Background: an optimization exercise with open tools, aiming at small area and a short achievable clock period. Do not read the settings as production practice.
At most, simulation tests tie the RTL to the original design; equivalence was not proved.
No activity file was given, so power comes from the tool's default toggle rates.

==> run A <==
// adc_correct
module adc_correct (
    input  wire        clk,
    input  wire        rst,           
    input  wire        cfg_we,
    input  wire [4:0]  cfg_addr,      
    input  wire [31:0] cfg_wdata,
    input  wire        swap,          
    output wire        active_half,
    input  wire        in_valid,
    input  wire [15:0] in_code,
    output reg         out_valid,
    output reg  [23:0] out_sample,
    output reg         out_sat
);
==> flow/config.mk <==
export PLATFORM = sky130hd
export DESIGN_NAME = adc_correct
export DESIGN_NICKNAME = adc_correct
export VERILOG_FILES = /design/flow/design.v
export SDC_FILE = /design/flow/constraint.sdc
export NUM_CORES = 4
export LEC_CHECK = 0
export CAP_MARGIN = 20
export CORE_MARGIN = 2
export CORE_UTILIZATION = 40
export SLEW_MARGIN = 20
==> flow/constraint.sdc <==
create_clock -name core_clock -period 22.0 [get_ports {clk}]
set_input_delay 4.4000 -clock core_clock [delete_from_list [all_inputs] [get_ports {clk}]]
set_output_delay 4.4000 -clock core_clock [all_outputs]
set_load 0.01 [all_outputs]
standard.sh (not shown) runs the stock make flow with config.mk's settings and CLKGATE_MAP_FILE= SYNTH_SCRIPT=/design/flow/synth_recipe.tcl, a recipe that flattens the netlist after the stock synthesis.
==> flow/flow/run.sh <==
#!/bin/bash
set -euo pipefail
cd "$(dirname "$0")/.."
bash standard.sh SETUP_SLACK_MARGIN=16 finish > standard_flow.log 2>&1
==> run G: changes against run A <==
--- a/flow/design.v
+++ b/flow/design.v
@@ -8,99 +8,125 @@
     output wire        active_half,
     input  wire        in_valid,
     input  wire [15:0] in_code,
     output reg         out_valid,
     output reg  [23:0] out_sample,
     output reg         out_sat
 );
     reg        half;                      
+    reg        half_n;                    
     assign active_half = half;
-    wire       gain_ok = |cfg_wdata[23:0];      
-    wire       we0 = cfg_we & half;             
-    wire       we1 = cfg_we & ~half;
-    wire       wo0 = we0 & (cfg_addr == 5'd0);
-    wire       wo1 = we1 & (cfg_addr == 5'd0);
-    wire       wg0 = we0 & (cfg_addr == 5'd1) & gain_ok;
-    wire       wg1 = we1 & (cfg_addr == 5'd1) & gain_ok;
+    reg        w_we;
+    reg        w_h1;                            
+    reg [4:0]  w_addr;
+    reg [31:0] w_data;
+    always @(posedge clk) begin
+        w_we   <= cfg_we & ~rst;
+        w_h1   <= half_n;
+        w_addr <= cfg_addr;
+        w_data <= cfg_wdata;
+    end
+    wire       gain_ok = |w_data[23:0];         
+    wire       we0 = w_we & ~w_h1;
+    wire       we1 = w_we & w_h1;
+    wire       wo0 = we0 & (w_addr == 5'd0);
+    wire       wo1 = we1 & (w_addr == 5'd0);
+    wire       wg0 = we0 & (w_addr == 5'd1) & gain_ok;
+    wire       wg1 = we1 & (w_addr == 5'd1) & gain_ok;
     wire [15:0] wl0, wl1;
     genvar gi;
     generate
         for (gi = 0; gi < 16; gi = gi + 1) begin : g_wdec
-            assign wl0[gi] = we0 & (cfg_addr == gi + 2);
-            assign wl1[gi] = we1 & (cfg_addr == gi + 2);
+            assign wl0[gi] = we0 & (w_addr == gi + 2);
+            assign wl1[gi] = we1 & (w_addr == gi + 2);
         end
     endgenerate
     reg [23:0] ofs_t0, ofs_t1, gain_t0, gain_t1;
     reg        ofs_id0, ofs_id1, gain_id0, gain_id1;    
     reg [15:0] lin_id0, lin_id1;
     always @(posedge clk) begin
         if (rst) begin
             half <= 1'b0;
+            half_n <= 1'b1;
             ofs_id0 <= 1'b1; ofs_id1 <= 1'b1;
             gain_id0 <= 1'b1; gain_id1 <= 1'b1;
             lin_id0 <= 16'hFFFF; lin_id1 <= 16'hFFFF;
         end else begin
             if (swap) half <= ~half;
+            if (swap) half_n <= ~half_n;
             if (wo0) ofs_id0 <= 1'b0;
             if (wo1) ofs_id1 <= 1'b0;
             if (wg0) gain_id0 <= 1'b0;
             if (wg1) gain_id1 <= 1'b0;
             lin_id0 <= lin_id0 & ~wl0;
             lin_id1 <= lin_id1 & ~wl1;
         end
     end
     always @(posedge clk) begin
-        if (wo0) ofs_t0 <= cfg_wdata[23:0];
-        if (wo1) ofs_t1 <= cfg_wdata[23:0];
-        if (wg0) gain_t0 <= cfg_wdata[23:0];
-        if (wg1) gain_t1 <= cfg_wdata[23:0];
+        if (wo0) ofs_t0 <= w_data[23:0];
+        if (wo1) ofs_t1 <= w_data[23:0];
+        if (wg0) gain_t0 <= w_data[23:0];
+        if (wg1) gain_t1 <= w_data[23:0];
     end
     reg [31:0] lin_t0 [0:15];
     reg [31:0] lin_t1 [0:15];
     generate
         for (gi = 0; gi < 16; gi = gi + 1) begin : g_lin
             always @(posedge clk) begin
-                if (wl0[gi]) lin_t0[gi] <= cfg_wdata;
-                if (wl1[gi]) lin_t1[gi] <= cfg_wdata;
+                if (wl0[gi]) lin_t0[gi] <= w_data;
+                if (wl1[gi]) lin_t1[gi] <= w_data;
             end
         end
     endgenerate
-    wire [3:0]  q_in = {~in_code[15], in_code[14:12]};
-    wire [15:0] qd_in;
+    reg        a1_valid;
+    reg [15:0] a1_code;
+    reg        a1_hn;                 
+    always @(posedge clk) begin
+        a1_valid <= ~rst & in_valid;
+        a1_code  <= in_code;
+        a1_hn    <= half_n;
+    end
+    wire [3:0]  q_a1 = {~a1_code[15], a1_code[14:12]};
+    wire [15:0] qd_a1;
     generate
         for (gi = 0; gi < 16; gi = gi + 1) begin : g_qdec
-            assign qd_in[gi] = (q_in == gi);
+            assign qd_a1[gi] = (q_a1 == gi);
         end
     endgenerate
     reg        a_valid;
     reg [15:0] a_code;
     reg [15:0] a_lsel0, a_lsel1;      
     reg [1:0]  a_osel, a_gsel;        
     reg        a_gid;                 
     always @(posedge clk) begin
-        a_valid <= ~rst & in_valid;
-        a_code  <= in_code;
-        a_lsel0 <= qd_in & {16{~half}} & ~lin_id0;
-        a_lsel1 <= qd_in & {16{half}}  & ~lin_id1;
-        a_osel  <= {half & ~ofs_id1, ~half & ~ofs_id0};
-        a_gsel  <= {half & ~gain_id1, ~half & ~gain_id0};
-        a_gid   <= half ? gain_id1 : gain_id0;
+        a_valid <= ~rst & a1_valid;
+        a_code  <= a1_code;
+        a_lsel0 <= qd_a1 & {16{a1_hn}}  & ~lin_id0;
+        a_lsel1 <= qd_a1 & {16{~a1_hn}} & ~lin_id1;
+        a_osel  <= {~a1_hn & ~ofs_id1, a1_hn & ~ofs_id0};
+        a_gsel  <= {~a1_hn & ~gain_id1, a1_hn & ~gain_id0};
+        a_gid   <= a1_hn ? gain_id0 : gain_id1;
     end
     reg  [31:0] lin;
     integer k;
     always @(*) begin
         lin = 32'd0;
         for (k = 0; k < 16; k = k + 1)
             lin = lin | ({32{a_lsel0[k]}} & lin_t0[k]) | ({32{a_lsel1[k]}} & lin_t1[k]);
     end
     wire [23:0] ofs  = ({24{a_osel[0]}} & ofs_t0)  | ({24{a_osel[1]}} & ofs_t1);
     wire [23:0] gain = ({24{a_gsel[0]}} & gain_t0) | ({24{a_gsel[1]}} & gain_t1)
                      | {1'b0, a_gid, 22'd0};
-    wire signed [25:0] base = $signed({a_code, 8'd0}) + $signed(lin[15:0]) - $signed(ofs);
+    wire [25:0] op_r = {{2{a_code[15]}}, a_code, 8'd0};
+    wire [25:0] op_d = {{10{lin[15]}}, lin[15:0]};
+    wire [25:0] op_o = ~{{2{ofs[23]}}, ofs};
+    wire [25:0] cs_s = op_r ^ op_d ^ op_o;
+    wire [25:0] cs_c = (op_r & op_d) | (op_r & op_o) | (op_d & op_o);
+    wire [25:0] base = cs_s + {cs_c[24:0], 1'b1};
     wire        rail = (a_code == 16'h7FFF) || (a_code == 16'h8000);
     reg        b_valid;
     reg [25:0] b_base;
     reg [15:0] b_ls;
     reg [23:0] b_gain;
     reg        b_rail;
     always @(posedge clk) begin
         b_valid <= ~rst & a_valid;
==> flow/flow/run.sh (replaced) <==
#!/bin/bash
# The standard layout (standard.sh, unchanged synthesis) with two changes to
# how the layout is optimised; the constraints and clock are the standard flow's own:
#  - repair_timing keeps 16 ns of extra setup slack (sizes for a ~6 ns period)
#  - the port buffers are buf_4 cells instead of the resizer's default pick
set -euo pipefail
cd "$(dirname "$0")/.."
bash standard.sh SETUP_SLACK_MARGIN=16 "BUFFER_PORTS_ARGS=-buffer_cell sky130_fd_sc_hd__buf_4" finish > standard_flow.log 2>&1
CTS_CLUSTER_DIAMETER = 80   (was default)
CTS_CLUSTER_SIZE = 30   (was default)
==> run C: changes against run A <==
==> flow/run.sh (new file) <==
#!/bin/bash
# synth_recipe.tcl (not shown) runs the flow's synth.tcl, then flattens the netlist and writes it again
# the make line also repeats each setting of config.mk as NAME=value (left out here)
make -C /OpenROAD-flow-scripts/flow DESIGN_CONFIG=/design/flow/config.mk WORK_HOME=/design/flow/orfs CLKGATE_MAP_FILE= SYNTH_SCRIPT=/design/flow/synth_recipe.tcl finish
ABC_CLOCK_PERIOD_IN_PS = 5000   (was default)
CAP_MARGIN = 60   (was 20)
SLEW_MARGIN = 60   (was 20)
removed: flow/flow/run.sh
removed: flow/standard.sh
==> run notes <==
- In run G the die area is higher than in run A, by 1.3%.
- Maximum frequency: run G > run A > run C.
- The lowest first-iteration DRC count belongs to run C, the highest to run A.
- The highest wire length belongs to run G, the lowest to run C.
==> figures <==
Run status: run C timing/DRC/antenna clean; run G timing/DRC/antenna clean; run A timing/DRC/antenna clean
Top achievable clock speed: run C 0.1531 GHz; run G 0.1744 GHz; run A 0.1631 GHz
Initial drt markers: run C 5165; run G 5591; run A 5656
Met1 Usage GRT: run C 31.17%; run G 31.25%; run A 32.20%
Area share of buffers outside the clock network: run C 2.922%; run G 2.431%; run A 2.918%
Routed via count divided by cell count: run C 5.849; run G 5.934; run A 5.891
Sum of routed wire segments on met1: run C 83140 µm; run G 84040 µm; run A 83970 µm
Placed inst area: run C 74240 µm²; run G 74780 µm²; run A 73950 µm²
Hpwl dp: run C 125900 µm; run G 124600 µm; run A 127700 µm
Clock-net power: run C 2.46 mW; run G 1.84 mW; run A 2.42 mW
Function not checked in run A and run C: the RTL went through the layout flow alone.

==> what the ideal ports hide <==
The results above use ideal ports. As a check the final layouts listed here were re-extracted and re-timed, cells and wires unchanged.
Step 1 (the two cells are an assumption about what drives the block):
set clk [get_ports {clk}]
set_driving_cell -lib_cell sky130_fd_sc_hd__clkbuf_16 $clk
set_driving_cell -lib_cell sky130_fd_sc_hd__buf_2 [delete_from_list [all_inputs] $clk]
Step 2 times the ports against the registers' clock, not the clock port: input delays grow and output delays shrink by t, the midpoint of the rising clock arrivals with the driver on.
a / b / c = ideal / step 1 / step 2; a / b = the first two.
run | t (ns) | setup WS [ns] | worst data-port slew with drivers (ns)
run A | 0.899 | 15.867 / 15.835 / 15.042 | 0.10
run G | 0.804 | 16.265 / 16.253 / 16.265 | 0.07
run C | 0.870 | 15.467 / 15.405 / 14.650 | 0.10
After both steps setup and hold are still met in every run listed. For run A, which loses most, drivers alone change the setup slack by -0.032 ns; drivers and shift together by -0.825 ns.
